This is an optimization exercise on Yosys and OpenROAD, whose aim is small area, a short achievable clock period and few clock cycles per item, not a production implementation. Function was checked by simulation only, so behaviour that the tests miss may differ from the original. Power figures rest on the tool's default switching activity, not on a simulated workload.

## flow/config.mk

```make
export PLATFORM = sky130hd
export DESIGN_NAME = vfix_unit
export DESIGN_NICKNAME = vfix_unit
export VERILOG_FILES = /design/flow/design.v
export SDC_FILE = /design/flow/constraint.sdc
export NUM_CORES = 8
export LEC_CHECK = 0
export ABC_AREA = 1
export CAP_MARGIN = 0
export CORE_MARGIN = 2
export CORE_UTILIZATION = 65
export CTS_CLUSTER_DIAMETER = 80
export CTS_CLUSTER_SIZE = 25
export SLEW_MARGIN = 0
export SYNTH_HIERARCHICAL = 1
```

## flow/constraint.sdc

```tcl
create_clock -name core_clock -period 25.0 [get_ports {clk}]
set_input_delay 5.0000 -clock core_clock [delete_from_list [all_inputs] [get_ports {clk}]]
set_output_delay 5.0000 -clock core_clock [all_outputs]
set_load 0.01 [all_outputs]
```

## flow/design.v

```verilog
module vfix_lane (
    input  wire        neg,       
    input  wire        rne,       
    input  wire        k15,       
    input  wire        klo,       
    input  wire [16:0] X,
    input  wire [17:0] Y,
    input  wire [16:0] A,
    output wire [17:0] v
);
    wire [18:0] Ye = {Y, 1'b0};
    reg  [8:0] one, two, nb;
    integer i;
    always @* begin
        for (i = 0; i < 9; i = i + 1) begin
            one[i] = Ye[2*i+1] ^ Ye[2*i];
            two[i] = (Ye[2*i+2] & ~Ye[2*i+1] & ~Ye[2*i]) | (~Ye[2*i+2] & Ye[2*i+1] & Ye[2*i]);
            nb[i]  = Ye[2*i+2] ^ neg;
        end
        two[8] = 1'b0;
    end
    wire [17:0] Xs = {X[16], X};
    wire [17:0] X2 = {X, 1'b0};
    wire [17:0] pp0 = ((({18{one[0]}} & Xs) | ({18{two[0]}} & X2)) ^ {18{nb[0]}}) ^ 18'h20000;
    wire [17:0] pp1 = ((({18{one[1]}} & Xs) | ({18{two[1]}} & X2)) ^ {18{nb[1]}}) ^ 18'h20000;
    wire [17:0] pp2 = ((({18{one[2]}} & Xs) | ({18{two[2]}} & X2)) ^ {18{nb[2]}}) ^ 18'h20000;
    wire [17:0] pp3 = ((({18{one[3]}} & Xs) | ({18{two[3]}} & X2)) ^ {18{nb[3]}}) ^ 18'h20000;
    wire [17:0] pp4 = ((({18{one[4]}} & Xs) | ({18{two[4]}} & X2)) ^ {18{nb[4]}}) ^ 18'h20000;
    wire [17:0] pp5 = ((({18{one[5]}} & Xs) | ({18{two[5]}} & X2)) ^ {18{nb[5]}}) ^ 18'h20000;
    wire [17:0] pp6 = ((({18{one[6]}} & Xs) | ({18{two[6]}} & X2)) ^ {18{nb[6]}}) ^ 18'h20000;
    wire [17:0] pp7 = ((({18{one[7]}} & Xs) | ({18{two[7]}} & X2)) ^ {18{nb[7]}}) ^ 18'h20000;
    wire [17:0] pp8 = ((({18{one[8]}} & Xs) | ({18{two[8]}} & X2)) ^ {18{nb[8]}}) ^ 18'h20000;
    wire cr0 = ~klo;
    wire cr15 = ~(k15 ^ klo);
    wire cr16 = ~(k15 | klo);
    wire cr17 = (k15 | klo);
    wire ks0, kc0, ks1, kc1, ks2, kc2, ks3, kc3, ks4, kc4, ks5, kc5;
    wire ks6, kc6, ks7, kc7, ks8, kc8, ks9, kc9, ks10, kc10, ks11, kc11;
    wire ks12, kc12, ks13, kc13, ks14, kc14, ks15, kc15, ks16, kc16, ks17, kc17;
    wire ks18, kc18, ks19, kc19, ks20, kc20, hs0, hc0, fs0, fc0, fs1, fc1;
    wire fs2, fc2, fs3, fc3, hs1, hc1, fs4, fc4, hs2, hc2, hs3, hc3;
    wire fs5, fc5, hs4, hc4, fs6, fc6, hs5, hc5, fs7, fc7, fs8, fc8;
    wire hs6, hc6, fs9, fc9, fs10, fc10, fs11, fc11, fs12, fc12, fs13, fc13;
    wire fs14, fc14, fs15, fc15, fs16, fc16, fs17, fc17, fs18, fc18, fs19, fc19;
    wire fs20, fc20, fs21, fc21, fs22, fc22, fs23, fc23, fs24, fc24, fs25, fc25;
    wire hs7, hc7, fs26, fc26, fs27, fc27, fs28, fc28, fs29, fc29, hs8, hc8;
    wire fs30, fc30, fs31, fc31, hs9, hc9, fs32, fc32, hs10, hc10, hs11, hc11;
    wire fs33, fc33, hs12, hc12, fs34, fc34, hs13, hc13, fs35, fc35, fs36, fc36;
    wire fs37, fc37, fs38, fc38, fs39, fc39, fs40, fc40, fs41, fc41, fs42, fc42;
    wire fs43, fc43, fs44, fc44, fs45, fc45, fs46, fc46, fs47, fc47, fs48, fc48;
    wire fs49, fc49, fs50, fc50, fs51, fc51, fs52, fc52, fs53, fc53, fs54, fc54;
    wire fs55, fc55, fs56, fc56, fs57, fc57, fs58, fc58, fs59, fc59, fs60, fc60;
    wire fs61, fc61, fs62, fc62, fs63, fc63, fs64, fc64, fs65, fc65, fs66, fc66;
    wire fs67, fc67, hs14, hc14, fs68, fc68, fs69, fc69, hs15, hc15, fs70, fc70;
    wire hs16, hc16, hs17, hc17, fs71, fc71, fs72, fc72, fs73, fc73, fs74, fc74;
    wire fs75, fc75, fs76, fc76, fs77, fc77, fs78, fc78, fs79, fc79, fs80, fc80;
    wire fs81, fc81, fs82, fc82, fs83, fc83, fs84, fc84, fs85, fc85, fs86, fc86;
    wire fs87, fc87, fs88, fc88, fs89, fc89, fs90, fc90, fs91, fc91, fs92, fc92;
    wire fs93, fc93, fs94, fc94, hs18, hc18, fs95, fc95, hs19, hc19, hs20, hc20;
    wire hs21, hc21, hs22, hc22, fs96, fc96, fs97, fc97, fs98, fc98, fs99, fc99;
    wire fs100, fc100, fs101, fc101, fs102, fc102, fs103, fc103, fs104, fc104, fs105, fc105;
    wire fs106, fc106, fs107, fc107, fs108, fc108, fs109, fc109, fs110, fc110, fs111, fc111;
    wire fs112, fc112, fs113, fc113, fs114, fc114, fs115, fc115, fs116, fc116, fs117, fc117;
    wire fs118, fc118, fs119, fc119, fs120, fc120, fs121, fc121, fs122, fc122, fs123, fc123;
    wire hs23, hc23, fs124, fc124, g0_0, p0_0, g1_1, p1_1, g2_2, p2_2, g3_3, p3_3;
    wire g4_4, p4_4, g5_5, p5_5, g6_6, p6_6, g7_7, p7_7, g8_8, p8_8, g9_9, p9_9;
    wire g10_10, p10_10, g11_11, p11_11, g12_12, p12_12, g13_13, p13_13, g14_14, p14_14, g15_15, p15_15;
    wire g16_16, p16_16, g17_17, p17_17, g18_18, p18_18, g19_19, p19_19, g20_20, p20_20, g21_21, p21_21;
    wire g22_22, p22_22, g23_23, p23_23, g24_24, p24_24, g25_25, p25_25, g26_26, p26_26, g27_27, p27_27;
    wire g28_28, p28_28, g29_29, p29_29, g30_30, p30_30, g31_31, p31_31, g32_32, p32_32, g33_33, p33_33;
    wire G34, G35, P35, G36, P36, G37, P37, G38, P38, G39, P39, G40;
    wire P40, G41, P41, G42, G43, P43, G44, P44, G45, P45, G46, G47;
    wire P47, G48, G49, G50, P50, G51, P51, G52, P52, G53, P53, G54;
    wire P54, G55, P55, G56, P56, G57, P57, G58, P58, G59, P59, G60;
    wire P60, G61, P61, G62, P62, G63, P63, G64, P64, G65, P65, G66;
    wire P66, G67, P67, G68, P68, G69, P69, G70, P70, G71, P71, G72;
    wire P72, G73, P73, G74, P74, G75, P75, G76, P76, G77, P77, G78;
    wire P78, G79, P79, G80, P80, G81, P81, G82, P82, G83, P83, G84;
    wire P84, C85, C86, C87, C88, C89, C90, C91, C92, C93, C94, C95;
    wire C96, C97, C98, C99, C100, C101, vs0, vs1, vs2, vs3, vs4, vs5;
    wire vs6, vs7, vs8, vs9, vs10, vs11, vs12, vs13, vs14, vs15, vs16, vs17;
    assign ks0 = ~(nb[1] ^ pp0[2]);
    assign kc0 = nb[1] | pp0[2];
    assign ks1 = ~(pp0[3] ^ pp1[1]);
    assign kc1 = pp0[3] | pp1[1];
    assign ks2 = ~(nb[2] ^ pp0[4]);
    assign kc2 = nb[2] | pp0[4];
    assign ks3 = ~(pp0[5] ^ pp1[3]);
    assign kc3 = pp0[5] | pp1[3];
    assign ks4 = ~(nb[3] ^ pp0[6]);
    assign kc4 = nb[3] | pp0[6];
    assign ks5 = ~(pp0[7] ^ pp1[5]);
    assign kc5 = pp0[7] | pp1[5];
    assign ks6 = ~(nb[4] ^ pp0[8]);
    assign kc6 = nb[4] | pp0[8];
    assign ks7 = ~(pp0[9] ^ pp1[7]);
    assign kc7 = pp0[9] | pp1[7];
    assign ks8 = ~(nb[5] ^ pp0[10]);
    assign kc8 = nb[5] | pp0[10];
    assign ks9 = ~(pp0[11] ^ pp1[9]);
    assign kc9 = pp0[11] | pp1[9];
    assign ks10 = ~(nb[6] ^ pp0[12]);
    assign kc10 = nb[6] | pp0[12];
    assign ks11 = ~(pp0[13] ^ pp1[11]);
    assign kc11 = pp0[13] | pp1[11];
    assign ks12 = ~(nb[7] ^ pp0[14]);
    assign kc12 = nb[7] | pp0[14];
    assign ks13 = ~(A[2] ^ pp1[16]);
    assign kc13 = A[2] | pp1[16];
    assign ks14 = ~(A[4] ^ pp2[16]);
    assign kc14 = A[4] | pp2[16];
    assign ks15 = ~(A[6] ^ pp3[16]);
    assign kc15 = A[6] | pp3[16];
    assign ks16 = ~(A[8] ^ pp4[16]);
    assign kc16 = A[8] | pp4[16];
    assign ks17 = ~(A[10] ^ pp5[16]);
    assign kc17 = A[10] | pp5[16];
    assign ks18 = ~(A[12] ^ pp6[16]);
    assign kc18 = A[12] | pp6[16];
    assign ks19 = ~(A[14] ^ pp7[16]);
    assign kc19 = A[14] | pp7[16];
    assign ks20 = ~(A[16] ^ pp8[16]);
    assign kc20 = A[16] | pp8[16];
    assign hs0 = cr15 ^ pp0[15];
    assign hc0 = cr15 & pp0[15];
    vfix_fa u_fa0 (.a(A[0]), .b(nb[8]), .ci(cr16), .s(fs0), .co(fc0));
    vfix_fa u_fa1 (.a(pp0[16]), .b(pp1[14]), .ci(pp2[12]), .s(fs1), .co(fc1));
    vfix_fa u_fa2 (.a(A[1]), .b(cr17), .ci(pp0[17]), .s(fs2), .co(fc2));
    vfix_fa u_fa3 (.a(pp1[15]), .b(pp2[13]), .ci(pp3[11]), .s(fs3), .co(fc3));
    assign hs1 = pp2[14] ^ pp3[12];
    assign hc1 = pp2[14] & pp3[12];
    vfix_fa u_fa4 (.a(A[3]), .b(pp1[17]), .ci(pp2[15]), .s(fs4), .co(fc4));
    assign hs2 = pp1[8] ^ pp2[6];
    assign hc2 = pp1[8] & pp2[6];
    assign hs3 = pp2[7] ^ pp3[5];
    assign hc3 = pp2[7] & pp3[5];
    vfix_fa u_fa5 (.a(pp1[10]), .b(pp2[8]), .ci(pp3[6]), .s(fs5), .co(fc5));
    assign hs4 = pp4[4] ^ pp5[2];
    assign hc4 = pp4[4] & pp5[2];
    vfix_fa u_fa6 (.a(pp2[9]), .b(pp3[7]), .ci(pp4[5]), .s(fs6), .co(fc6));
    assign hs5 = pp5[3] ^ pp6[1];
    assign hc5 = pp5[3] & pp6[1];
    vfix_fa u_fa7 (.a(pp1[12]), .b(pp2[10]), .ci(pp3[8]), .s(fs7), .co(fc7));
    vfix_fa u_fa8 (.a(pp4[6]), .b(pp5[4]), .ci(pp6[2]), .s(fs8), .co(fc8));
    assign hs6 = pp7[0] ^ kc11;
    assign hc6 = pp7[0] & kc11;
    vfix_fa u_fa9 (.a(pp1[13]), .b(pp2[11]), .ci(pp3[9]), .s(fs9), .co(fc9));
    vfix_fa u_fa10 (.a(pp4[7]), .b(pp5[5]), .ci(pp6[3]), .s(fs10), .co(fc10));
    vfix_fa u_fa11 (.a(pp7[1]), .b(kc12), .ci(hs0), .s(fs11), .co(fc11));
    vfix_fa u_fa12 (.a(fs0), .b(pp3[10]), .ci(pp4[8]), .s(fs12), .co(fc12));
    vfix_fa u_fa13 (.a(pp5[6]), .b(pp6[4]), .ci(pp7[2]), .s(fs13), .co(fc13));
    vfix_fa u_fa14 (.a(pp8[0]), .b(hc0), .ci(fs1), .s(fs14), .co(fc14));
    vfix_fa u_fa15 (.a(fc0), .b(pp4[9]), .ci(pp5[7]), .s(fs15), .co(fc15));
    vfix_fa u_fa16 (.a(pp6[5]), .b(pp7[3]), .ci(pp8[1]), .s(fs16), .co(fc16));
    vfix_fa u_fa17 (.a(fc1), .b(fs2), .ci(fs3), .s(fs17), .co(fc17));
    vfix_fa u_fa18 (.a(pp4[10]), .b(pp5[8]), .ci(pp6[6]), .s(fs18), .co(fc18));
    vfix_fa u_fa19 (.a(pp7[4]), .b(pp8[2]), .ci(hs1), .s(fs19), .co(fc19));
    vfix_fa u_fa20 (.a(ks13), .b(fc2), .ci(fc3), .s(fs20), .co(fc20));
    vfix_fa u_fa21 (.a(pp3[13]), .b(pp4[11]), .ci(pp5[9]), .s(fs21), .co(fc21));
    vfix_fa u_fa22 (.a(pp6[7]), .b(pp7[5]), .ci(pp8[3]), .s(fs22), .co(fc22));
    vfix_fa u_fa23 (.a(hc1), .b(kc13), .ci(fs4), .s(fs23), .co(fc23));
    vfix_fa u_fa24 (.a(pp3[14]), .b(pp4[12]), .ci(pp5[10]), .s(fs24), .co(fc24));
    vfix_fa u_fa25 (.a(pp6[8]), .b(pp7[6]), .ci(pp8[4]), .s(fs25), .co(fc25));
    assign hs7 = ks14 ^ fc4;
    assign hc7 = ks14 & fc4;
    vfix_fa u_fa26 (.a(A[5]), .b(pp2[17]), .ci(pp3[15]), .s(fs26), .co(fc26));
    vfix_fa u_fa27 (.a(pp4[13]), .b(pp5[11]), .ci(pp6[9]), .s(fs27), .co(fc27));
    vfix_fa u_fa28 (.a(pp7[7]), .b(pp8[5]), .ci(kc14), .s(fs28), .co(fc28));
    vfix_fa u_fa29 (.a(pp4[14]), .b(pp5[12]), .ci(pp6[10]), .s(fs29), .co(fc29));
    assign hs8 = pp7[8] ^ pp8[6];
    assign hc8 = pp7[8] & pp8[6];
    vfix_fa u_fa30 (.a(A[7]), .b(pp3[17]), .ci(pp4[15]), .s(fs30), .co(fc30));
    vfix_fa u_fa31 (.a(pp5[13]), .b(pp6[11]), .ci(pp7[9]), .s(fs31), .co(fc31));
    assign hs9 = pp5[14] ^ pp6[12];
    assign hc9 = pp5[14] & pp6[12];
    vfix_fa u_fa32 (.a(A[9]), .b(pp4[17]), .ci(pp5[15]), .s(fs32), .co(fc32));
    assign hs10 = pp1[4] ^ pp2[2];
    assign hc10 = pp1[4] & pp2[2];
    assign hs11 = pp2[3] ^ pp3[1];
    assign hc11 = pp2[3] & pp3[1];
    vfix_fa u_fa33 (.a(pp1[6]), .b(pp2[4]), .ci(pp3[2]), .s(fs33), .co(fc33));
    assign hs12 = pp4[0] ^ kc5;
    assign hc12 = pp4[0] & kc5;
    vfix_fa u_fa34 (.a(pp2[5]), .b(pp3[3]), .ci(pp4[1]), .s(fs34), .co(fc34));
    assign hs13 = kc6 ^ ks7;
    assign hc13 = kc6 & ks7;
    vfix_fa u_fa35 (.a(pp3[4]), .b(pp4[2]), .ci(pp5[0]), .s(fs35), .co(fc35));
    vfix_fa u_fa36 (.a(kc7), .b(hs2), .ci(ks8), .s(fs36), .co(fc36));
    vfix_fa u_fa37 (.a(pp4[3]), .b(pp5[1]), .ci(hc2), .s(fs37), .co(fc37));
    vfix_fa u_fa38 (.a(kc8), .b(hs3), .ci(ks9), .s(fs38), .co(fc38));
    vfix_fa u_fa39 (.a(pp6[0]), .b(hc3), .ci(kc9), .s(fs39), .co(fc39));
    vfix_fa u_fa40 (.a(hs4), .b(ks10), .ci(fs5), .s(fs40), .co(fc40));
    vfix_fa u_fa41 (.a(hc4), .b(kc10), .ci(hs5), .s(fs41), .co(fc41));
    vfix_fa u_fa42 (.a(ks11), .b(fc5), .ci(fs6), .s(fs42), .co(fc42));
    vfix_fa u_fa43 (.a(hc5), .b(ks12), .ci(fc6), .s(fs43), .co(fc43));
    vfix_fa u_fa44 (.a(hs6), .b(fs7), .ci(fs8), .s(fs44), .co(fc44));
    vfix_fa u_fa45 (.a(hc6), .b(fc7), .ci(fc8), .s(fs45), .co(fc45));
    vfix_fa u_fa46 (.a(fs10), .b(fs9), .ci(fs11), .s(fs46), .co(fc46));
    vfix_fa u_fa47 (.a(fc10), .b(fc9), .ci(fs12), .s(fs47), .co(fc47));
    vfix_fa u_fa48 (.a(fs13), .b(fc11), .ci(fs14), .s(fs48), .co(fc48));
    vfix_fa u_fa49 (.a(fc12), .b(fc13), .ci(fs15), .s(fs49), .co(fc49));
    vfix_fa u_fa50 (.a(fs16), .b(fc14), .ci(fs17), .s(fs50), .co(fc50));
    vfix_fa u_fa51 (.a(fc15), .b(fc16), .ci(fs18), .s(fs51), .co(fc51));
    vfix_fa u_fa52 (.a(fs19), .b(fs20), .ci(fc17), .s(fs52), .co(fc52));
    vfix_fa u_fa53 (.a(fc18), .b(fs21), .ci(fs22), .s(fs53), .co(fc53));
    vfix_fa u_fa54 (.a(fc19), .b(fc20), .ci(fs23), .s(fs54), .co(fc54));
    vfix_fa u_fa55 (.a(fc21), .b(fc22), .ci(fs24), .s(fs55), .co(fc55));
    vfix_fa u_fa56 (.a(fs25), .b(hs7), .ci(fc23), .s(fs56), .co(fc56));
    vfix_fa u_fa57 (.a(fc24), .b(fc25), .ci(fs26), .s(fs57), .co(fc57));
    vfix_fa u_fa58 (.a(fs27), .b(hc7), .ci(fs28), .s(fs58), .co(fc58));
    vfix_fa u_fa59 (.a(hs8), .b(ks15), .ci(fc26), .s(fs59), .co(fc59));
    vfix_fa u_fa60 (.a(fc27), .b(fs29), .ci(fc28), .s(fs60), .co(fc60));
    vfix_fa u_fa61 (.a(pp8[7]), .b(hc8), .ci(kc15), .s(fs61), .co(fc61));
    vfix_fa u_fa62 (.a(fc29), .b(fs30), .ci(fs31), .s(fs62), .co(fc62));
    vfix_fa u_fa63 (.a(pp7[10]), .b(pp8[8]), .ci(hs9), .s(fs63), .co(fc63));
    vfix_fa u_fa64 (.a(ks16), .b(fc30), .ci(fc31), .s(fs64), .co(fc64));
    vfix_fa u_fa65 (.a(pp6[13]), .b(pp7[11]), .ci(pp8[9]), .s(fs65), .co(fc65));
    vfix_fa u_fa66 (.a(hc9), .b(kc16), .ci(fs32), .s(fs66), .co(fc66));
    vfix_fa u_fa67 (.a(pp6[14]), .b(pp7[12]), .ci(pp8[10]), .s(fs67), .co(fc67));
    assign hs14 = ks17 ^ fc32;
    assign hc14 = ks17 & fc32;
    vfix_fa u_fa68 (.a(A[11]), .b(pp5[17]), .ci(pp6[15]), .s(fs68), .co(fc68));
    vfix_fa u_fa69 (.a(pp7[13]), .b(pp8[11]), .ci(kc17), .s(fs69), .co(fc69));
    assign hs15 = pp7[14] ^ pp8[12];
    assign hc15 = pp7[14] & pp8[12];
    vfix_fa u_fa70 (.a(A[13]), .b(pp6[17]), .ci(pp7[15]), .s(fs70), .co(fc70));
    assign hs16 = pp1[2] ^ pp2[0];
    assign hc16 = pp1[2] & pp2[0];
    assign hs17 = pp2[1] ^ kc2;
    assign hc17 = pp2[1] & kc2;
    vfix_fa u_fa71 (.a(pp3[0]), .b(kc3), .ci(hs10), .s(fs71), .co(fc71));
    vfix_fa u_fa72 (.a(hc10), .b(kc4), .ci(hs11), .s(fs72), .co(fc72));
    vfix_fa u_fa73 (.a(hc11), .b(ks6), .ci(hs12), .s(fs73), .co(fc73));
    vfix_fa u_fa74 (.a(hc12), .b(fc33), .ci(fs34), .s(fs74), .co(fc74));
    vfix_fa u_fa75 (.a(fc34), .b(hc13), .ci(fs35), .s(fs75), .co(fc75));
    vfix_fa u_fa76 (.a(fc35), .b(fs37), .ci(fc36), .s(fs76), .co(fc76));
    vfix_fa u_fa77 (.a(fc37), .b(fs39), .ci(fc38), .s(fs77), .co(fc77));
    vfix_fa u_fa78 (.a(fc39), .b(fs41), .ci(fc40), .s(fs78), .co(fc78));
    vfix_fa u_fa79 (.a(fc41), .b(fs43), .ci(fc42), .s(fs79), .co(fc79));
    vfix_fa u_fa80 (.a(fc43), .b(fs45), .ci(fc44), .s(fs80), .co(fc80));
    vfix_fa u_fa81 (.a(fc45), .b(fs47), .ci(fc46), .s(fs81), .co(fc81));
    vfix_fa u_fa82 (.a(fc47), .b(fs49), .ci(fc48), .s(fs82), .co(fc82));
    vfix_fa u_fa83 (.a(fc49), .b(fs51), .ci(fc50), .s(fs83), .co(fc83));
    vfix_fa u_fa84 (.a(fc51), .b(fs53), .ci(fc52), .s(fs84), .co(fc84));
    vfix_fa u_fa85 (.a(fc53), .b(fs55), .ci(fc54), .s(fs85), .co(fc85));
    vfix_fa u_fa86 (.a(fc55), .b(fs57), .ci(fs58), .s(fs86), .co(fc86));
    vfix_fa u_fa87 (.a(fs59), .b(fc57), .ci(fs60), .s(fs87), .co(fc87));
    vfix_fa u_fa88 (.a(fs61), .b(fc59), .ci(fs62), .s(fs88), .co(fc88));
    vfix_fa u_fa89 (.a(fc61), .b(fs63), .ci(fs64), .s(fs89), .co(fc89));
    vfix_fa u_fa90 (.a(fs65), .b(fc63), .ci(fc64), .s(fs90), .co(fc90));
    vfix_fa u_fa91 (.a(fc65), .b(fs67), .ci(hs14), .s(fs91), .co(fc91));
    vfix_fa u_fa92 (.a(fc67), .b(fs68), .ci(hc14), .s(fs92), .co(fc92));
    vfix_fa u_fa93 (.a(hs15), .b(ks18), .ci(fc68), .s(fs93), .co(fc93));
    vfix_fa u_fa94 (.a(pp8[13]), .b(hc15), .ci(kc18), .s(fs94), .co(fc94));
    assign hs18 = pp8[14] ^ ks19;
    assign hc18 = pp8[14] & ks19;
    vfix_fa u_fa95 (.a(A[15]), .b(pp7[17]), .ci(pp8[15]), .s(fs95), .co(fc95));
    assign hs19 = nb[0] ^ cr0;
    assign hc19 = nb[0] & cr0;
    assign hs20 = 1'b1 ^ pp0[1];
    assign hc20 = 1'b1 & pp0[1];
    assign hs21 = pp1[0] ^ ks0;
    assign hc21 = pp1[0] & ks0;
    assign hs22 = kc0 ^ ks1;
    assign hc22 = kc0 & ks1;
    vfix_fa u_fa96 (.a(kc1), .b(hs16), .ci(ks2), .s(fs96), .co(fc96));
    vfix_fa u_fa97 (.a(hc16), .b(ks3), .ci(hs17), .s(fs97), .co(fc97));
    vfix_fa u_fa98 (.a(ks4), .b(hc17), .ci(fs71), .s(fs98), .co(fc98));
    vfix_fa u_fa99 (.a(ks5), .b(fc71), .ci(fs72), .s(fs99), .co(fc99));
    vfix_fa u_fa100 (.a(fs33), .b(fc72), .ci(fs73), .s(fs100), .co(fc100));
    vfix_fa u_fa101 (.a(hs13), .b(fc73), .ci(fs74), .s(fs101), .co(fc101));
    vfix_fa u_fa102 (.a(fs36), .b(fc74), .ci(fs75), .s(fs102), .co(fc102));
    vfix_fa u_fa103 (.a(fs38), .b(fc75), .ci(fs76), .s(fs103), .co(fc103));
    vfix_fa u_fa104 (.a(fs40), .b(fc76), .ci(fs77), .s(fs104), .co(fc104));
    vfix_fa u_fa105 (.a(fs42), .b(fc77), .ci(fs78), .s(fs105), .co(fc105));
    vfix_fa u_fa106 (.a(fs44), .b(fc78), .ci(fs79), .s(fs106), .co(fc106));
    vfix_fa u_fa107 (.a(fs46), .b(fc79), .ci(fs80), .s(fs107), .co(fc107));
    vfix_fa u_fa108 (.a(fc80), .b(fs48), .ci(fs81), .s(fs108), .co(fc108));
    vfix_fa u_fa109 (.a(fs50), .b(fc81), .ci(fs82), .s(fs109), .co(fc109));
    vfix_fa u_fa110 (.a(fs52), .b(fc82), .ci(fs83), .s(fs110), .co(fc110));
    vfix_fa u_fa111 (.a(fs54), .b(fc83), .ci(fs84), .s(fs111), .co(fc111));
    vfix_fa u_fa112 (.a(fs56), .b(fc84), .ci(fs85), .s(fs112), .co(fc112));
    vfix_fa u_fa113 (.a(fc56), .b(fs86), .ci(fc85), .s(fs113), .co(fc113));
    vfix_fa u_fa114 (.a(fc58), .b(fc86), .ci(fs87), .s(fs114), .co(fc114));
    vfix_fa u_fa115 (.a(fc60), .b(fs88), .ci(fc87), .s(fs115), .co(fc115));
    vfix_fa u_fa116 (.a(fc62), .b(fc88), .ci(fs89), .s(fs116), .co(fc116));
    vfix_fa u_fa117 (.a(fs66), .b(fc89), .ci(fs90), .s(fs117), .co(fc117));
    vfix_fa u_fa118 (.a(fc66), .b(fs91), .ci(fc90), .s(fs118), .co(fc118));
    vfix_fa u_fa119 (.a(fs69), .b(fs92), .ci(fc91), .s(fs119), .co(fc119));
    vfix_fa u_fa120 (.a(fc69), .b(fs93), .ci(fc92), .s(fs120), .co(fc120));
    vfix_fa u_fa121 (.a(fs70), .b(fs94), .ci(fc93), .s(fs121), .co(fc121));
    vfix_fa u_fa122 (.a(fc70), .b(hs18), .ci(fc94), .s(fs122), .co(fc122));
    vfix_fa u_fa123 (.a(kc19), .b(hc18), .ci(fs95), .s(fs123), .co(fc123));
    assign hs23 = ks20 ^ fc95;
    assign hc23 = ks20 & fc95;
    vfix_fa u_fa124 (.a(A[16]), .b(pp8[17]), .ci(kc20), .s(fs124), .co(fc124));
    assign g0_0 = pp0[0] & hs19;
    assign p0_0 = pp0[0] ^ hs19;
    assign g1_1 = hc19 & hs20;
    assign p1_1 = hc19 ^ hs20;
    assign g2_2 = hc20 & hs21;
    assign p2_2 = hc20 ^ hs21;
    assign g3_3 = hc21 & hs22;
    assign p3_3 = hc21 ^ hs22;
    assign g4_4 = hc22 & fs96;
    assign p4_4 = hc22 ^ fs96;
    assign g5_5 = fc96 & fs97;
    assign p5_5 = fc96 ^ fs97;
    assign g6_6 = fc97 & fs98;
    assign p6_6 = fc97 ^ fs98;
    assign g7_7 = fc98 & fs99;
    assign p7_7 = fc98 ^ fs99;
    assign g8_8 = fc99 & fs100;
    assign p8_8 = fc99 ^ fs100;
    assign g9_9 = fc100 & fs101;
    assign p9_9 = fc100 ^ fs101;
    assign g10_10 = fc101 & fs102;
    assign p10_10 = fc101 ^ fs102;
    assign g11_11 = fc102 & fs103;
    assign p11_11 = fc102 ^ fs103;
    assign g12_12 = fc103 & fs104;
    assign p12_12 = fc103 ^ fs104;
    assign g13_13 = fc104 & fs105;
    assign p13_13 = fc104 ^ fs105;
    assign g14_14 = fc105 & fs106;
    assign p14_14 = fc105 ^ fs106;
    assign g15_15 = fc106 & fs107;
    assign p15_15 = fc106 ^ fs107;
    assign g16_16 = fc107 & fs108;
    assign p16_16 = fc107 ^ fs108;
    assign g17_17 = fc108 & fs109;
    assign p17_17 = fc108 ^ fs109;
    assign g18_18 = fc109 & fs110;
    assign p18_18 = fc109 ^ fs110;
    assign g19_19 = fc110 & fs111;
    assign p19_19 = fc110 ^ fs111;
    assign g20_20 = fc111 & fs112;
    assign p20_20 = fc111 ^ fs112;
    assign g21_21 = fc112 & fs113;
    assign p21_21 = fc112 ^ fs113;
    assign g22_22 = fc113 & fs114;
    assign p22_22 = fc113 ^ fs114;
    assign g23_23 = fc114 & fs115;
    assign p23_23 = fc114 ^ fs115;
    assign g24_24 = fc115 & fs116;
    assign p24_24 = fc115 ^ fs116;
    assign g25_25 = fc116 & fs117;
    assign p25_25 = fc116 ^ fs117;
    assign g26_26 = fc117 & fs118;
    assign p26_26 = fc117 ^ fs118;
    assign g27_27 = fc118 & fs119;
    assign p27_27 = fc118 ^ fs119;
    assign g28_28 = fc119 & fs120;
    assign p28_28 = fc119 ^ fs120;
    assign g29_29 = fc120 & fs121;
    assign p29_29 = fc120 ^ fs121;
    assign g30_30 = fc121 & fs122;
    assign p30_30 = fc121 ^ fs122;
    assign g31_31 = fc122 & fs123;
    assign p31_31 = fc122 ^ fs123;
    assign g32_32 = fc123 & hs23;
    assign p32_32 = fc123 ^ hs23;
    assign g33_33 = hc23 & fs124;
    assign p33_33 = hc23 ^ fs124;
    wire cin0 = rne ? (p16_16 ^ A[0]) : 1'b1;
    assign G34 = g0_0 | (p0_0 & cin0);
    assign G35 = g2_2 | (p2_2 & g1_1);
    assign P35 = p2_2 & p1_1;
    assign G36 = g4_4 | (p4_4 & g3_3);
    assign P36 = p4_4 & p3_3;
    assign G37 = g6_6 | (p6_6 & g5_5);
    assign P37 = p6_6 & p5_5;
    assign G38 = g8_8 | (p8_8 & g7_7);
    assign P38 = p8_8 & p7_7;
    assign G39 = g10_10 | (p10_10 & g9_9);
    assign P39 = p10_10 & p9_9;
    assign G40 = g12_12 | (p12_12 & g11_11);
    assign P40 = p12_12 & p11_11;
    assign G41 = g14_14 | (p14_14 & g13_13);
    assign P41 = p14_14 & p13_13;
    assign G42 = G35 | (P35 & G34);
    assign G43 = G37 | (P37 & G36);
    assign P43 = P37 & P36;
    assign G44 = G39 | (P39 & G38);
    assign P44 = P39 & P38;
    assign G45 = G41 | (P41 & G40);
    assign P45 = P41 & P40;
    assign G46 = G43 | (P43 & G42);
    assign G47 = G45 | (P45 & G44);
    assign P47 = P45 & P44;
    assign G48 = G47 | (P47 & G46);
    assign G49 = g15_15 | (p15_15 & G48);
    assign G50 = g17_17 | (p17_17 & g16_16);
    assign P50 = p17_17 & p16_16;
    assign G51 = g19_19 | (p19_19 & g18_18);
    assign P51 = p19_19 & p18_18;
    assign G52 = g21_21 | (p21_21 & g20_20);
    assign P52 = p21_21 & p20_20;
    assign G53 = g23_23 | (p23_23 & g22_22);
    assign P53 = p23_23 & p22_22;
    assign G54 = g25_25 | (p25_25 & g24_24);
    assign P54 = p25_25 & p24_24;
    assign G55 = g27_27 | (p27_27 & g26_26);
    assign P55 = p27_27 & p26_26;
    assign G56 = g29_29 | (p29_29 & g28_28);
    assign P56 = p29_29 & p28_28;
    assign G57 = g31_31 | (p31_31 & g30_30);
    assign P57 = p31_31 & p30_30;
    assign G58 = g33_33 | (p33_33 & g32_32);
    assign P58 = p33_33 & p32_32;
    assign G59 = g18_18 | (p18_18 & G50);
    assign P59 = p18_18 & P50;
    assign G60 = G51 | (P51 & G50);
    assign P60 = P51 & P50;
    assign G61 = g22_22 | (p22_22 & G52);
    assign P61 = p22_22 & P52;
    assign G62 = G53 | (P53 & G52);
    assign P62 = P53 & P52;
    assign G63 = g26_26 | (p26_26 & G54);
    assign P63 = p26_26 & P54;
    assign G64 = G55 | (P55 & G54);
    assign P64 = P55 & P54;
    assign G65 = g30_30 | (p30_30 & G56);
    assign P65 = p30_30 & P56;
    assign G66 = G57 | (P57 & G56);
    assign P66 = P57 & P56;
    assign G67 = g20_20 | (p20_20 & G60);
    assign P67 = p20_20 & P60;
    assign G68 = G52 | (P52 & G60);
    assign P68 = P52 & P60;
    assign G69 = G61 | (P61 & G60);
    assign P69 = P61 & P60;
    assign G70 = G62 | (P62 & G60);
    assign P70 = P62 & P60;
    assign G71 = g28_28 | (p28_28 & G64);
    assign P71 = p28_28 & P64;
    assign G72 = G56 | (P56 & G64);
    assign P72 = P56 & P64;
    assign G73 = G65 | (P65 & G64);
    assign P73 = P65 & P64;
    assign G74 = G66 | (P66 & G64);
    assign P74 = P66 & P64;
    assign G75 = g24_24 | (p24_24 & G70);
    assign P75 = p24_24 & P70;
    assign G76 = G54 | (P54 & G70);
    assign P76 = P54 & P70;
    assign G77 = G63 | (P63 & G70);
    assign P77 = P63 & P70;
    assign G78 = G64 | (P64 & G70);
    assign P78 = P64 & P70;
    assign G79 = G71 | (P71 & G70);
    assign P79 = P71 & P70;
    assign G80 = G72 | (P72 & G70);
    assign P80 = P72 & P70;
    assign G81 = G73 | (P73 & G70);
    assign P81 = P73 & P70;
    assign G82 = G74 | (P74 & G70);
    assign P82 = P74 & P70;
    assign G83 = g32_32 | (p32_32 & G82);
    assign P83 = p32_32 & P82;
    assign G84 = G58 | (P58 & G82);
    assign P84 = P58 & P82;
    assign C85 = g16_16 | (p16_16 & G49);
    assign C86 = G50 | (P50 & G49);
    assign C87 = G59 | (P59 & G49);
    assign C88 = G60 | (P60 & G49);
    assign C89 = G67 | (P67 & G49);
    assign C90 = G68 | (P68 & G49);
    assign C91 = G69 | (P69 & G49);
    assign C92 = G70 | (P70 & G49);
    assign C93 = G75 | (P75 & G49);
    assign C94 = G76 | (P76 & G49);
    assign C95 = G77 | (P77 & G49);
    assign C96 = G78 | (P78 & G49);
    assign C97 = G79 | (P79 & G49);
    assign C98 = G80 | (P80 & G49);
    assign C99 = G81 | (P81 & G49);
    assign C100 = G82 | (P82 & G49);
    assign C101 = G83 | (P83 & G49);
    vfix_xor2 u_vs0 (.a(p16_16), .b(G49), .y(vs0));
    vfix_xor2 u_vs1 (.a(p17_17), .b(C85), .y(vs1));
    vfix_xor2 u_vs2 (.a(p18_18), .b(C86), .y(vs2));
    vfix_xor2 u_vs3 (.a(p19_19), .b(C87), .y(vs3));
    vfix_xor2 u_vs4 (.a(p20_20), .b(C88), .y(vs4));
    vfix_xor2 u_vs5 (.a(p21_21), .b(C89), .y(vs5));
    vfix_xor2 u_vs6 (.a(p22_22), .b(C90), .y(vs6));
    vfix_xor2 u_vs7 (.a(p23_23), .b(C91), .y(vs7));
    vfix_xor2 u_vs8 (.a(p24_24), .b(C92), .y(vs8));
    vfix_xor2 u_vs9 (.a(p25_25), .b(C93), .y(vs9));
    vfix_xor2 u_vs10 (.a(p26_26), .b(C94), .y(vs10));
    vfix_xor2 u_vs11 (.a(p27_27), .b(C95), .y(vs11));
    vfix_xor2 u_vs12 (.a(p28_28), .b(C96), .y(vs12));
    vfix_xor2 u_vs13 (.a(p29_29), .b(C97), .y(vs13));
    vfix_xor2 u_vs14 (.a(p30_30), .b(C98), .y(vs14));
    vfix_xor2 u_vs15 (.a(p31_31), .b(C99), .y(vs15));
    vfix_xor2 u_vs16 (.a(p32_32), .b(C100), .y(vs16));
    vfix_xor2 u_vs17 (.a(p33_33), .b(C101), .y(vs17));
    assign v = {vs17, vs16, vs15, vs14, vs13, vs12, vs11, vs10, vs9, vs8, vs7, vs6, vs5, vs4, vs3, vs2, vs1, vs0};
endmodule
module vfix_fa (
    input  wire a,
    input  wire b,
    input  wire ci,
    output wire s,
    output wire co
);
    assign s  = a ^ b ^ ci;
    assign co = (a & b) | (a & ci) | (b & ci);
endmodule
module vfix_xor2 (
    input  wire a,
    input  wire b,
    output wire y
);
    assign y = a ^ b;
endmodule
module vfix_xnor2 (
    input  wire a,
    input  wire b,
    output wire y
);
    assign y = ~(a ^ b);
endmodule
module vfix_unit #(
    parameter LANES = 4
) (
    input  wire                  clk,
    input  wire                  rst,
    input  wire                  in_valid,
    output wire                  in_ready,
    input  wire [2:0]            in_func,
    input  wire                  in_type,
    input  wire [1:0]            in_rnd,
    input  wire                  in_zero,
    input  wire [LANES-1:0]      in_pred,
    input  wire [16*LANES-1:0]   in_a,
    input  wire [16*LANES-1:0]   in_b,
    input  wire [16*LANES-1:0]   in_c,
    input  wire [16*LANES-1:0]   in_d,
    output reg                   out_valid,
    output reg  [16*LANES-1:0]   out_d,
    output reg                   out_sat
);
    assign in_ready = 1'b1;
    wire f_fma  = (in_func == 3'd1);
    wire f_fms  = (in_func == 3'd2);
    wire f_lerp = (in_func == 3'd3);
    wire f_add  = (in_func == 3'd4);
    wire f_sub  = (in_func == 3'd5);
    wire f_rsh  = (in_func == 3'd6);
    wire f_conv = (in_func == 3'd7);
    wire f_pow2 = in_func[2];            
    wire typ    = in_type;
    wire a_sgn  = f_conv ? typ : ~typ;   
    wire neg    = f_fms | f_sub;         
    wire k15 = f_fms ? (in_rnd != 2'd0) : (in_rnd != 2'd1);
    wire klo = f_fms & ~in_rnd[1];
    wire [17*LANES-1:0] bma_all;
    genvar gl;
    generate
        for (gl = 0; gl < LANES; gl = gl + 1) begin : g_sub
            wire [15:0] sa = in_a[16*gl +: 16];
            wire [15:0] sb = in_b[16*gl +: 16];
            wire [15:0] sg = sb & ~sa;
            wire [15:0] sx, bm;
            wire sg0_1, sg0_3, sp0_3, sg0_5, sp0_5, sg0_7, sp0_7, sg0_9, sp0_9, sg0_11;
            wire sp0_11, sg0_13, sp0_13, sg0_15, sp0_15, sg1_2, sp1_2, sg1_3, sp1_3, sg1_6;
            wire sp1_6, sg1_7, sp1_7, sg1_10, sp1_10, sg1_11, sp1_11, sg1_14, sp1_14, sg1_15;
            wire sp1_15, sg2_4, sp2_4, sg2_5, sp2_5, sg2_6, sp2_6, sg2_7, sp2_7, sg2_12;
            wire sp2_12, sg2_13, sp2_13, sg2_14, sp2_14, sg2_15, sp2_15, sg3_8, sp3_8, sg3_9;
            wire sp3_9, sg3_10, sp3_10, sg3_11, sp3_11, sg3_12, sp3_12, sg3_13, sp3_13, sg3_14;
            wire sp3_14, sg3_15, sp3_15, sg4_16, sp4_16;
            assign sg0_1 = sg[0] | (~sx[0] & 1'b1);
            assign sg0_3 = sg[2] | (~sx[2] & sg[1]);
            assign sp0_3 = ~sx[2] & ~sx[1];
            assign sg0_5 = sg[4] | (~sx[4] & sg[3]);
            assign sp0_5 = ~sx[4] & ~sx[3];
            assign sg0_7 = sg[6] | (~sx[6] & sg[5]);
            assign sp0_7 = ~sx[6] & ~sx[5];
            assign sg0_9 = sg[8] | (~sx[8] & sg[7]);
            assign sp0_9 = ~sx[8] & ~sx[7];
            assign sg0_11 = sg[10] | (~sx[10] & sg[9]);
            assign sp0_11 = ~sx[10] & ~sx[9];
            assign sg0_13 = sg[12] | (~sx[12] & sg[11]);
            assign sp0_13 = ~sx[12] & ~sx[11];
            assign sg0_15 = sg[14] | (~sx[14] & sg[13]);
            assign sp0_15 = ~sx[14] & ~sx[13];
            assign sg1_2 = sg[1] | (~sx[1] & sg0_1);
            assign sp1_2 = ~sx[1] & 1'b0;
            assign sg1_3 = sg0_3 | (sp0_3 & sg0_1);
            assign sp1_3 = sp0_3 & 1'b0;
            assign sg1_6 = sg[5] | (~sx[5] & sg0_5);
            assign sp1_6 = ~sx[5] & sp0_5;
            assign sg1_7 = sg0_7 | (sp0_7 & sg0_5);
            assign sp1_7 = sp0_7 & sp0_5;
            assign sg1_10 = sg[9] | (~sx[9] & sg0_9);
            assign sp1_10 = ~sx[9] & sp0_9;
            assign sg1_11 = sg0_11 | (sp0_11 & sg0_9);
            assign sp1_11 = sp0_11 & sp0_9;
            assign sg1_14 = sg[13] | (~sx[13] & sg0_13);
            assign sp1_14 = ~sx[13] & sp0_13;
            assign sg1_15 = sg0_15 | (sp0_15 & sg0_13);
            assign sp1_15 = sp0_15 & sp0_13;
            assign sg2_4 = sg[3] | (~sx[3] & sg1_3);
            assign sp2_4 = ~sx[3] & sp1_3;
            assign sg2_5 = sg0_5 | (sp0_5 & sg1_3);
            assign sp2_5 = sp0_5 & sp1_3;
            assign sg2_6 = sg1_6 | (sp1_6 & sg1_3);
            assign sp2_6 = sp1_6 & sp1_3;
            assign sg2_7 = sg1_7 | (sp1_7 & sg1_3);
            assign sp2_7 = sp1_7 & sp1_3;
            assign sg2_12 = sg[11] | (~sx[11] & sg1_11);
            assign sp2_12 = ~sx[11] & sp1_11;
            assign sg2_13 = sg0_13 | (sp0_13 & sg1_11);
            assign sp2_13 = sp0_13 & sp1_11;
            assign sg2_14 = sg1_14 | (sp1_14 & sg1_11);
            assign sp2_14 = sp1_14 & sp1_11;
            assign sg2_15 = sg1_15 | (sp1_15 & sg1_11);
            assign sp2_15 = sp1_15 & sp1_11;
            assign sg3_8 = sg[7] | (~sx[7] & sg2_7);
            assign sp3_8 = ~sx[7] & sp2_7;
            assign sg3_9 = sg0_9 | (sp0_9 & sg2_7);
            assign sp3_9 = sp0_9 & sp2_7;
            assign sg3_10 = sg1_10 | (sp1_10 & sg2_7);
            assign sp3_10 = sp1_10 & sp2_7;
            assign sg3_11 = sg1_11 | (sp1_11 & sg2_7);
            assign sp3_11 = sp1_11 & sp2_7;
            assign sg3_12 = sg2_12 | (sp2_12 & sg2_7);
            assign sp3_12 = sp2_12 & sp2_7;
            assign sg3_13 = sg2_13 | (sp2_13 & sg2_7);
            assign sp3_13 = sp2_13 & sp2_7;
            assign sg3_14 = sg2_14 | (sp2_14 & sg2_7);
            assign sp3_14 = sp2_14 & sp2_7;
            assign sg3_15 = sg2_15 | (sp2_15 & sg2_7);
            assign sp3_15 = sp2_15 & sp2_7;
            assign sg4_16 = sg[15] | (~sx[15] & sg3_15);
            assign sp4_16 = ~sx[15] & sp3_15;
            assign sx[0] = sa[0] ^ sb[0];
            vfix_xnor2 u_s0 (.a(sx[0]), .b(1'b1), .y(bm[0]));
            assign sx[1] = sa[1] ^ sb[1];
            vfix_xnor2 u_s1 (.a(sx[1]), .b(sg0_1), .y(bm[1]));
            assign sx[2] = sa[2] ^ sb[2];
            vfix_xnor2 u_s2 (.a(sx[2]), .b(sg1_2), .y(bm[2]));
            assign sx[3] = sa[3] ^ sb[3];
            vfix_xnor2 u_s3 (.a(sx[3]), .b(sg1_3), .y(bm[3]));
            assign sx[4] = sa[4] ^ sb[4];
            vfix_xnor2 u_s4 (.a(sx[4]), .b(sg2_4), .y(bm[4]));
            assign sx[5] = sa[5] ^ sb[5];
            vfix_xnor2 u_s5 (.a(sx[5]), .b(sg2_5), .y(bm[5]));
            assign sx[6] = sa[6] ^ sb[6];
            vfix_xnor2 u_s6 (.a(sx[6]), .b(sg2_6), .y(bm[6]));
            assign sx[7] = sa[7] ^ sb[7];
            vfix_xnor2 u_s7 (.a(sx[7]), .b(sg2_7), .y(bm[7]));
            assign sx[8] = sa[8] ^ sb[8];
            vfix_xnor2 u_s8 (.a(sx[8]), .b(sg3_8), .y(bm[8]));
            assign sx[9] = sa[9] ^ sb[9];
            vfix_xnor2 u_s9 (.a(sx[9]), .b(sg3_9), .y(bm[9]));
            assign sx[10] = sa[10] ^ sb[10];
            vfix_xnor2 u_s10 (.a(sx[10]), .b(sg3_10), .y(bm[10]));
            assign sx[11] = sa[11] ^ sb[11];
            vfix_xnor2 u_s11 (.a(sx[11]), .b(sg3_11), .y(bm[11]));
            assign sx[12] = sa[12] ^ sb[12];
            vfix_xnor2 u_s12 (.a(sx[12]), .b(sg3_12), .y(bm[12]));
            assign sx[13] = sa[13] ^ sb[13];
            vfix_xnor2 u_s13 (.a(sx[13]), .b(sg3_13), .y(bm[13]));
            assign sx[14] = sa[14] ^ sb[14];
            vfix_xnor2 u_s14 (.a(sx[14]), .b(sg3_14), .y(bm[14]));
            assign sx[15] = sa[15] ^ sb[15];
            vfix_xnor2 u_s15 (.a(sx[15]), .b(sg3_15), .y(bm[15]));
            assign bma_all[17*gl +: 17] = {~sg4_16, bm};
        end
    endgenerate
    reg [17*LANES-1:0] p_x, p_a;
    reg [18*LANES-1:0] p_y;
    reg [15:0] a, b, c, d, a16;
    reg [16:0] bma;
    reg [17:0] yp, y;
    reg [18:0] ye;
    reg        pr, sx_lerp, sx_b, sx_a, sa_d, sa_c, sa_a, sy_c, sy_b, sy_b2, sy_p;
    integer l, j;
    always @* begin
        for (l = 0; l < LANES; l = l + 1) begin
            a  = in_a[16*l +: 16];
            b  = in_b[16*l +: 16];
            c  = in_c[16*l +: 16];
            d  = in_d[16*l +: 16];
            pr = in_pred[l];
            bma = bma_all[17*l +: 17];
            sx_lerp = pr & f_lerp;
            sx_b    = pr & (f_sub | f_add);
            sx_a    = pr & ~f_lerp & ~f_sub & ~f_add;
            p_x[17*l +: 17] = ({17{sx_lerp}} & bma)
                            | ({17{sx_b}}    & {~typ & b[15], b})
                            | ({17{sx_a}}    & {a_sgn & a[15], a});
            sa_d = ~pr & ~in_zero;
            sa_c = pr & (f_fma | f_fms);
            sa_a = pr & (f_lerp | f_add | f_sub | (f_conv & typ));
            a16  = ({16{sa_d}} & d) | ({16{sa_c}} & c) | ({16{sa_a}} & a);
            p_a[17*l +: 17] = {a16[15] & (~typ | (pr & f_conv)), a16};
            sy_c  = pr & f_lerp;
            sy_b  = pr & ~f_pow2 & ~f_lerp & typ;
            sy_b2 = pr & ~f_pow2 & ~f_lerp & ~typ;
            sy_p  = pr & f_pow2;
            for (j = 0; j < 18; j = j + 1)
                yp[j] = f_rsh ? (b[3:0] == 16 - j)
                              : ((f_conv & ~typ) ? (j == 15) : (j == 16));
            y = ({18{sy_c}} & {2'b00, c}) | ({18{sy_b}} & {2'b00, b})
              | ({18{sy_b2}} & {b[15], b, 1'b0}) | ({18{sy_p}} & yp);
            p_y[18*l +: 18] = y;
        end
    end
    reg                 s1_valid;
    reg                 s1_typ, s1_rne, s1_k15, s1_klo;
    reg [LANES-1:0]     s1_neg;
    reg [17*LANES-1:0]  s1_x, s1_a;
    reg [18*LANES-1:0]  s1_y;
    always @(posedge clk) begin
        if (rst)
            s1_valid <= 1'b0;
        else
            s1_valid <= in_valid;
        s1_neg <= {LANES{neg}} & in_pred;    
        s1_typ <= typ;
        s1_rne <= in_rnd[1];
        s1_k15 <= k15;
        s1_klo <= klo;
        s1_x   <= p_x;
        s1_y   <= p_y;
        s1_a   <= p_a;
    end
    wire [18*LANES-1:0] lane_v;
    genvar i;
    generate
        for (i = 0; i < LANES; i = i + 1) begin : g_lane
            vfix_lane u_lane (
                .neg (s1_neg[i]),
                .rne (s1_rne),
                .k15 (s1_k15),
                .klo (s1_klo),
                .X   (s1_x[17*i +: 17]),
                .Y   (s1_y[18*i +: 18]),
                .A   (s1_a[17*i +: 17]),
                .v   (lane_v[18*i +: 18])
            );
        end
    endgenerate
    reg                 s2_valid;
    reg                 s2_typ;
    reg [18*LANES-1:0]  s2_v;
    always @(posedge clk) begin
        if (rst)
            s2_valid <= 1'b0;
        else
            s2_valid <= s1_valid;
        s2_typ <= s1_typ;
        s2_v   <= lane_v;
    end
    reg [16*LANES-1:0] res;
    reg                sat;
    reg [17:0]         v;
    reg                ovf;
    integer q;
    always @* begin
        sat = 1'b0;
        for (q = 0; q < LANES; q = q + 1) begin
            v   = s2_v[18*q +: 18];
            ovf = s2_typ ? (v[17] | v[16]) : ~((v[17] == v[16]) & (v[16] == v[15]));
            sat = sat | ovf;
            if (!ovf)
                res[16*q +: 16] = v[15:0];
            else if (s2_typ)
                res[16*q +: 16] = {16{~v[17]}};
            else
                res[16*q +: 16] = {v[17], {15{~v[17]}}};
        end
    end
    always @(posedge clk) begin
        if (rst)
            out_valid <= 1'b0;
        else
            out_valid <= s2_valid;
        out_d   <= res;
        out_sat <= sat;
    end
endmodule
```

## flow/flow/run.sh

```bash
#!/bin/bash
# Synthesis: the standard synthesis script (synth_recipe.tcl), except that
# ABC maps the lane modules with a delay target (flow/abc_lane.script), so
# that it recovers area there instead of mapping for the least delay; the
# top module keeps the standard ABC script. Then the standard layout
# steps, with buf_2 cells as the port buffers; the layout's timing repair
# aims at a setup slack of MARGIN ns (the clock period and constraints are
# unchanged) on the worst endpoints, and may resize cells across
# footprints.
set -euo pipefail
MARGIN=19
W=$PWD
cat > $W/own_synth.tcl <<EOC
proc abc {args} {
  set i [lsearch \$args -script]
  set lane_args \$args
  lset lane_args [expr {\$i + 1}] $W/flow/abc_lane.script
  yosys abc {*}\$lane_args vfix_lane vfix_fa vfix_xor2 vfix_xnor2
  yosys abc {*}\$args vfix_unit
}
source $W/synth_recipe.tcl
EOC
bash standard.sh SYNTH_SCRIPT=$W/own_synth.tcl synth > synth.log 2>&1
bash standard.sh SYNTH_SCRIPT=$W/own_synth.tcl "BUFFER_PORTS_ARGS=-buffer_cell sky130_fd_sc_hd__buf_2" \
    SETUP_SLACK_MARGIN=$MARGIN TNS_END_PERCENT=5 MATCH_CELL_FOOTPRINT=0 finish > layout.log 2>&1
```

## flow/flow/abc_lane.script

```
strash
dch
map -B 0.9 -D 2500
topo
stime -c
buffer -c
upsize -c -D 2500
dnsize -c -D 2500
```

## flow/standard.sh

```bash
#!/bin/bash
# synth_recipe.tcl (not shown) runs the flow's synth.tcl, then flattens the netlist and writes it again
# the make line also repeats each setting of config.mk as NAME=value (left out here)
make -C /OpenROAD-flow-scripts/flow DESIGN_CONFIG=/design/flow/config.mk WORK_HOME=/design/flow/orfs CLKGATE_MAP_FILE= SYNTH_SCRIPT=/design/flow/synth_recipe.tcl "${@:-finish}"
```

==> results.cfg, run 1 <==
[run_status]
status = complete, no violations

[global_route]
grt_util_met2 = 0.636
met1_usage = 0.511
grt_overflow = 0
met3_usage = 0.0741
grt_max_degree = 35
grtUsageTotal = 0.392
grt.busiest_layer = met2
grt_pass1_wl_um = 225000
antenna_found_initial = 16
grt_pass1_vias = 39900

[floorplan]
initial_utilization = 0.656
die_x_um = 270
die_h_um = 270
dieArea_mm2 = 0.0729
ioPinCount = 337
fp-row-count = 97
coreArea_mm2 = 0.0700

[cells_and_area]
layout_commonest_cell = nand2_1
final_core_util = 0.714
area_delta_synth_final_pct = 8.76
stdcell_count = 6713
final_nets = 6887
mostFrequentLayoutCells = nand2_1, inv_1, xor2_1
drive_gt1_frac = 0.127

[logic_synthesis]
syn_inst = 5598
synth-seq-cells = 357
synth_area_mm2 = 0.0460
avgSynthCellArea_um2 = 8.21
seq_area_frac_synth = 0.155
ys_warn_count = 8
ys_types = 52

[power]
p_leak_nw = 25.6
irDropWorstVdd_mv = 0.238
finalPower_mw = 7.71
power_density_mw_per_mm2 = 154

[cts]
numCtsBuffers = 30
clk_pin_slew_ns = 0.10
cts_tree = built
cts_root_buffer = clkbuf_16
clock-sinks = 357
ctsHoldBuffers = 0
htreeDepth = 1
clock_latency_ns = 0.65
clockBufferDepth = 3

[critical_path]
timing.rr.end = s2_v[23]$_DFF_P_
crit_slowest_cell = clkinvlp_4
critPathLaunchType = input port
arrival_ns = 6.71
rr_startpoint = s1_neg[1]$_DFF_P_
endpoint_kind = register
r2r_cells = 22
worst_ep_required_time_ns = 25.52
crit_chain = clkbuf_4 -> inv_4 -> nand2_1 -> clkinvlp_4 -> nand3_1 -> inv_1 -> a21oi_1 -> o21ai_0
max_stage_delay_ns = 0.30
r2r_slack_ns = 18.98
critPathKind = input port to register
critPathMaxFanout = 13

[hold_path]
min_path_type = register to register
holdPathStages = 0
min_from = s1_typ$_DFF_P_
hold_end = s2_typ$_DFF_P_

[timing]
relSlewSlack = 0.440
fmax_mhz = 162
period_share = 0.248
setup_viol = 0
slew_violations = 0
skew_ns = 0.0238
rsz0062_at_grt = true
tns_ns = 0
tightest_slew_ns = 0.837
min_period_ns = 6.19
final_hold_viol_count = 0

[routing]
route.detailed.drc = 0
ant_nets = 0
drt_first_pass_iters = 6
routedWlPerCell_um = 21.6
post_drt_via_cell_ratio = 6.01
wl_um = 145000
drt_iter0_markers = 4164
num_vias = 40300

[placed_design]
dp.cells = 6623
hpwl_um = 114000
portBuffers = 335
finalWeightedCongestion = 1.01

[job]
drv_cap = 0
## state kept, by name, indices dropped and copies added (netlist names), 4 cells and up
signal	flops
out_d	64
s2_v	72
s1_neg	4
s1_a	68
s1_x	68
s1_y	72
## how the worst max path moves through the flow
stage	from	end	slack [ns]	cells past startpoint
floorplan	in_b[2]	s1_x[10]$_DFF_P_	18.75	10
global placement	in_func[2]	s1_y[63]$_DFF_P_	17.91	7
detailed placement	in_func[2]	s1_y[33]$_DFF_P_	17.87	7
CTS	out_d[63]$_DFF_P_	out_d[63]	18.84	1
global route	s1_y[23]$_DFF_P_	s2_v[33]$_DFF_P_	18.73	22
finish	in_func[2]	s1_y[31]$_DFF_P_	18.81	8
## Yosys stat by module, one instance, submodules excluded
module,cells inside,copies in the design
vfix_fa,1,500
vfix_unit,1958,1
vfix_lane,751,4
vfix_xor2,1,72
vfix_xnor2,1,64
## cells in the mapped netlist, drive strengths merged
| master | n | area share |
|---|---|---|
| a211oi | 8 | 0.0013 |
| a21boi | 4 | 0.00065 |
| a21o | 24 | 0.0039 |
| a21oi | 205 | 0.022 |
| a22oi | 1 | 0.00016 |
| a31o | 1 | 0.00019 |
| a31oi | 3 | 0.00041 |
| buf | 138 | 0.019 |
| clkbuf | 166 | 0.014 |
| clkinv | 6 | 0.00049 |
| conb | 1 | 0.000082 |
| dfxtp | 357 | 0.16 |
| fa | 500 | 0.22 |
| ha | 382 | 0.10 |
| inv | 812 | 0.066 |
| nand2 | 1026 | 0.085 |
| nand3 | 116 | 0.013 |
| nand3b | 2 | 0.00060 |
| nand4 | 14 | 0.0019 |
| nor2 | 205 | 0.018 |
| nor3 | 14 | 0.0015 |
| nor3b | 4 | 0.00065 |
| nor4 | 4 | 0.00054 |
| o2111ai | 21 | 0.0040 |
| o211ai | 82 | 0.016 |
| o21a | 4 | 0.00065 |
| o21ai | 71 | 0.0081 |
| o21bai | 13 | 0.0021 |
| o221ai | 28 | 0.0070 |
| o22ai | 549 | 0.075 |
| o31ai | 1 | 0.00016 |
| or2 | 8 | 0.0011 |
| xnor2 | 108 | 0.021 |
| xor2 | 720 | 0.14 |
## worst max-delay path: cells and delay by family
kind,cells,cell delay [ns]
AO/OA/AOI/OAI,2,0.37
AND/OR/NAND/NOR,2,0.41
buffers and inverters,4,0.92
## layout make-up
class	instances	area [µm²]
repair buffers	404	2260
diodes	14	35.0
multi-input cells	4123	35000
flip-flops and latches	357	7180
clock inverters	24	435
fillers	5830	20000
well taps	940	1180
inverters	818	3160
repair inverters	1	7.51
clock buffers	32	779
## per-stage QoR
step | hold slack (ns) | worst slack, ns | instance area [µm²]
CTS | 0.306 | 18.84 | 49600
detailed placement | 0.316 | 17.87 | 48200
global route | 0.299 | 18.73 | 50000
global placement | 0.310 | 17.91 | 48200
floorplan | 0.310 | 18.75 | 46400
finish | 0.329 | 18.81 | 50000
## routing by layer
| metal | wire length [µm] | vias to the layer above | share of wire |
|---|---|---|---|
| met5 | 84 | - | 0.00058 |
| met4 | 7340 | 12 | 0.051 |
| met3 | 14600 | 441 | 0.10 |
| met2 | 66200 | 2197 | 0.46 |
| met1 | 56900 | 19200 | 0.39 |
| li1 | - | 18400 | - |
## power breakdown
| group | switching (mW) | total, mW | internal, mW | leakage, nW |
|---|---|---|---|---|
| Combinational | 3.78 | 6.25 | 2.47 | 22.0 |
| Sequential | 0.0720 | 0.898 | 0.826 | 2.98 |
| Clock | 0.295 | 0.560 | 0.265 | 0.569 |
## cell families (layout without fill, tap and decap cells)
logic type | after synthesis | after routing | share of synthesized area
buffers and inverters | 1122 | 1279 | 0.0999
and+or+nand+nor | 1393 | 1393 | 0.123
other | 1 | 19 | 0.0000816
DFF | 357 | 357 | 0.155
adders and majority gates | 882 | 882 | 0.322
xor gates and xnor gates | 828 | 828 | 0.158
AOI/OAI and AO/OA | 1015 | 1015 | 0.142
## what timing repair did
| item | 4_1_cts | 5_1_grt |
|---|---|---|
| cloned | 0 | 1 |
| pin swaps | 0 | 1 |
| buffers inserted | 0 | 19 |
| setup endpoints to repair | 321 | 277 |
| gates resized for setup | 53 | 62 |
Testbench counts, summed over its fixed seeds: cycles 16,024, items 16,000.
==> run 2, diff against run 1 <==
--- a/flow/flow/run.sh
+++ b/flow/flow/run.sh
@@ -2,7 +2,7 @@
 # Synthesis: the standard synthesis script (synth_recipe.tcl), except that
 # ABC maps the lane modules with a delay target (flow/abc_lane.script), so
 # that it recovers area there instead of mapping for the least delay; the
-# top module keeps the standard ABC script. Then the standard layout
+# top module gets its own (flow/abc_top.script). Then the standard layout
 # steps, with buf_2 cells as the port buffers; the layout's timing repair
 # aims at a setup slack of MARGIN ns (the clock period and constraints are
 # unchanged) on the worst endpoints, and may resize cells across
@@ -16,7 +16,9 @@
   set lane_args \$args
   lset lane_args [expr {\$i + 1}] $W/flow/abc_lane.script
   yosys abc {*}\$lane_args vfix_lane vfix_fa vfix_xor2 vfix_xnor2
-  yosys abc {*}\$args vfix_unit
+  set top_args \$args
+  lset top_args [expr {\$i + 1}] $W/flow/abc_top.script
+  yosys abc {*}\$top_args vfix_unit
 }
 source $W/synth_recipe.tcl
 EOC
==> flow/flow/abc_top.script (new file) <==
strash
dch
map -B 0.9 -D 1200
topo
stime -c
buffer -c
upsize -c -D 1200
dnsize -c -D 1200
==> run 2 against run 1 <==
Still clean on timing, DRC and antenna. Via count fell by 0.84%. Combinational power shrank 1%. Fmax up 1.2%. Worst hold slack improved by 0.0019 ns.
==> results.cfg, run 2 <==
[critical_path]
crit_slowest_cell = dfxtp_4
rr_startpoint = s1_neg[1]$_DFF_P_
endpoint_kind = output port
crit_chain = buf_6
critPathMaxFanout = 1
critPathKind = register to output port
worstSetupEndpoint = out_d[15]
max_stage_delay_ns = 0.40
timing.rr.end = s2_v[32]$_DFF_P_
arrival_ns = 1.12
r2r_slack_ns = 19.10
path_delay_family = flip-flops
r2r_cells = 22
cp.depth = 1
startpoint = out_d[15]$_DFF_P_
worst_ep_required_time_ns = 20.00
crit_buf_inv = 1
critPathLaunchType = register

[global_route]
grt_max_degree = 35
antenna_found_initial = 17
grtUsageTotal = 0.392
grt_pass1_vias = 38500
grt_pass1_wl_um = 219000
grt_overflow = 0

[cells_and_area]
layout_commonest_cell = nand2_1
mostFrequentLayoutCells = nand2_1, inv_1, xor2_1
final_nets = 6900
drive_gt1_frac = 0.122
reg_top3 = s1_y x72, s2_v x72
final_core_util = 0.714
area_delta_synth_final_pct = 9.18
fillCellCount = 5835

[timing]
tns_ns = 0
fmax_mhz = 163
rsz0062_at_grt = true
min_period_ns = 6.12
relSlewSlack = 0.269
skew_ns = 0.0321
setup_viol = 0
final_hold_viol_count = 0
tightest_slew_ns = 1.10
period_share = 0.245
slew_violations = 0

[cts]
htreeDepth = 1
clk_pin_slew_ns = 0.09
clock_latency_ns = 0.62
clockBufferDepth = 3
cts_root_buffer = clkbuf_16
cts_tree = built
clock-sinks = 357
numCtsBuffers = 25
ctsHoldBuffers = 0

[job]
drv_cap = 0

[logic_synthesis]
yosys-top-cells-count = nand2_1, inv_1, xor2_1
syn_inst = 5598
synth-seq-cells = 357
synthArstFlopShare = 0
yosysTopAreaCellShare = 0.220
seq_area_frac_synth = 0.157
synthTopCellsByArea = fa_1, dfxtp_1, xor2_1
ys_types = 42
ys_warn_count = 8
avgSynthCellArea_um2 = 8.14
synth_area_mm2 = 0.0456
yosysMostFrequentCell = nand2_1
yosys.area.top_type = fa_1
synth-edff-count = 0
ys.flop_type = dfxtp_1

[floorplan]
coreArea_mm2 = 0.0697
dieArea_mm2 = 0.0722
die_x_um = 269
ioPinCount = 337
initial_utilization = 0.654
die_h_um = 269
fp-row-count = 97

[placed_design]
portBuffers = 335
finalWeightedCongestion = 0.985
hpwl_um = 113000

[routing]
route.detailed.drc = 0
routedWlPerCell_um = 21.5
drt_iter0_markers = 4071
wl_um = 144000
ant_nets = 0
drt_first_pass_iters = 8
num_vias = 40000
post_drt_via_cell_ratio = 5.96

[power]
irDropWorstVdd_mv = 0.223
p_leak_nw = 25.3
power_density_mw_per_mm2 = 152

[run_status]
status = complete, no violations

[hold_path]
min_path_type = register to register
## run 2: cell count changes in the layout (fill, tap and decap cells not counted), sizes merged
cell	previous run	this run
clkinv	15	7
bufinv	1	2
diode	14	8
clkbuf	33	32
clkinvlp	8	24
inv	819	806
buf	403	413
## run 2: kinds of logic after synthesis
family / after synthesis / synth area share
buffers and inverters: 1122 / 0.0996
other: 1 / 0.0000823
AOI/OAI and AO/OA: 1015 / 0.139
adders and majority gates: 882 / 0.325
and+or+nand+nor: 1393 / 0.121
xor gates and xnor gates: 828 / 0.159
DFF: 357 / 0.157
## run 2: worst min-delay path by stage
stage,start,depth (start not counted),slack (ns),end
2_1_floorplan,s1_typ$_DFF_P_,0,0.31,s2_typ$_DFF_P_
3_3_place_gp,s1_typ$_DFF_P_,0,0.31,s2_typ$_DFF_P_
3_5_place_dp,s1_typ$_DFF_P_,0,0.31,s2_typ$_DFF_P_
4_1_cts,s1_typ$_DFF_P_,0,0.33,s2_typ$_DFF_P_
5_1_grt,s1_typ$_DFF_P_,0,0.33,s2_typ$_DFF_P_
6_report,s1_typ$_DFF_P_,0,0.33,s2_typ$_DFF_P_
## run 2: worst reg2reg max path: stages (launching register included)
cell     delay [ns]
dfxtp_4        0.44
xnor2_1        0.63
inv_2          0.42
xor2_1         0.29
fa_1           0.55
fa_1           0.41
fa_1           0.52
fa_1           0.43
ha_2           0.45
inv_1          0.06
nand2_1        0.06
nand3_1        0.08
a21oi_1        0.23
o21ai_0        0.14
nand4_1        0.10
nand2_1        0.11
nand2_1        0.10
nand3_1        0.11
nand2_1        0.12
nand2_4        0.15
nand2_1        0.11
nand2_1        0.06
xor2_1         0.24
## run 2: final cells by class
type	count	area, µm²	area share
clock inverters	16	278	0.00558
diodes	8	20.0	0.000402
clock buffers	27	643	0.0129
well taps	940	1180	0.0236
multi-input cells	4123	34800	0.699
repair inverters	5	35.0	0.000704
repair buffers	418	2450	0.0493
inverters	818	3180	0.0640
flip-flops and latches	357	7190	0.145
## run 2: Yosys stat by module, one instance, submodules excluded
module      cells inside  copies in the design  area (µm²)  flip-flops and latches
vfix_unit           1958                     1       15000                     357
vfix_fa                1                   500        20.0                       0
vfix_xor2              1                    72        8.76                       0
vfix_lane            751                     4        4840                       0
vfix_xnor2             1                    64        8.76                       0
## run 2: through the flow
step | power, mW | std cells | setup WS [ns] | hold WS [ns] | area [µm²]
after floorplan | 6.84 | 5602 | 18.75 | 0.310 | 46000
after global placement | 6.74 | 6620 | 17.89 | 0.311 | 47800
after detailed placement | 6.92 | 6620 | 17.82 | 0.314 | 47800
after CTS | 7.46 | 6685 | 18.88 | 0.331 | 49200
after global routing | 8.45 | 6707 | 18.84 | 0.333 | 49700
final | 7.55 | 6712 | 18.88 | 0.331 | 49700
## run 2: where the power goes
part           switching (mW)  total (mW)  internal (mW)  leakage [nW]
clock network           0.251       0.474          0.222         0.434
logic                    3.70        6.17           2.48          21.9
registers              0.0795       0.907          0.827          2.98
## run 2: routing by layer
layer / up-vias / share of wire / track usage
met5: - / 0.00080 / 0
met4: 20 / 0.048 / 0.170
met3: 394 / 0.11 / 0.0880
met2: 2241 / 0.45 / 0.626
met1: 18900 / 0.39 / 0.512
li1: 18400 / - / -
## run 2: repair_timing
| action | CTS | global route |
|---|---|---|
| endpoints found under the setup margin | 335 | 312 |
| gates resized for setup | 78 | 90 |
| endpoints found under the hold margin | 0 | 0 |
| setup buffers | 17 | 19 |
| gates cloned | 5 | 0 |
| pin swaps | 4 | 4 |

-- re-timing with driven ports --
Ports are ideal in the flow. The routed layouts listed here were re-timed in OpenROAD. Step 1, drivers: a clkbuf_16 drives clk and a buf_2 each remaining input, both assumed. Step 2 moves the port delays by t, midway between the first and last clock arrival at a register: inputs arrive t later, outputs are due t later. That takes back most of the time a late clock gives input paths. Three values: no drivers, after step 1, after step 2; two values: the first two.
run	t (ns)	setup slack, ns	hold slack, ns
run 1	0.709	18.810 / 18.786 / 18.144	0.329 / 0.329 / 0.329
run 2	0.675	18.882 / 18.810 / 18.250	0.331 / 0.331 / 0.331
After both steps every run listed still meets setup and hold. For run 1, which loses most, drivers alone change the setup slack by -0.024 ns; drivers and shift together by -0.666 ns.
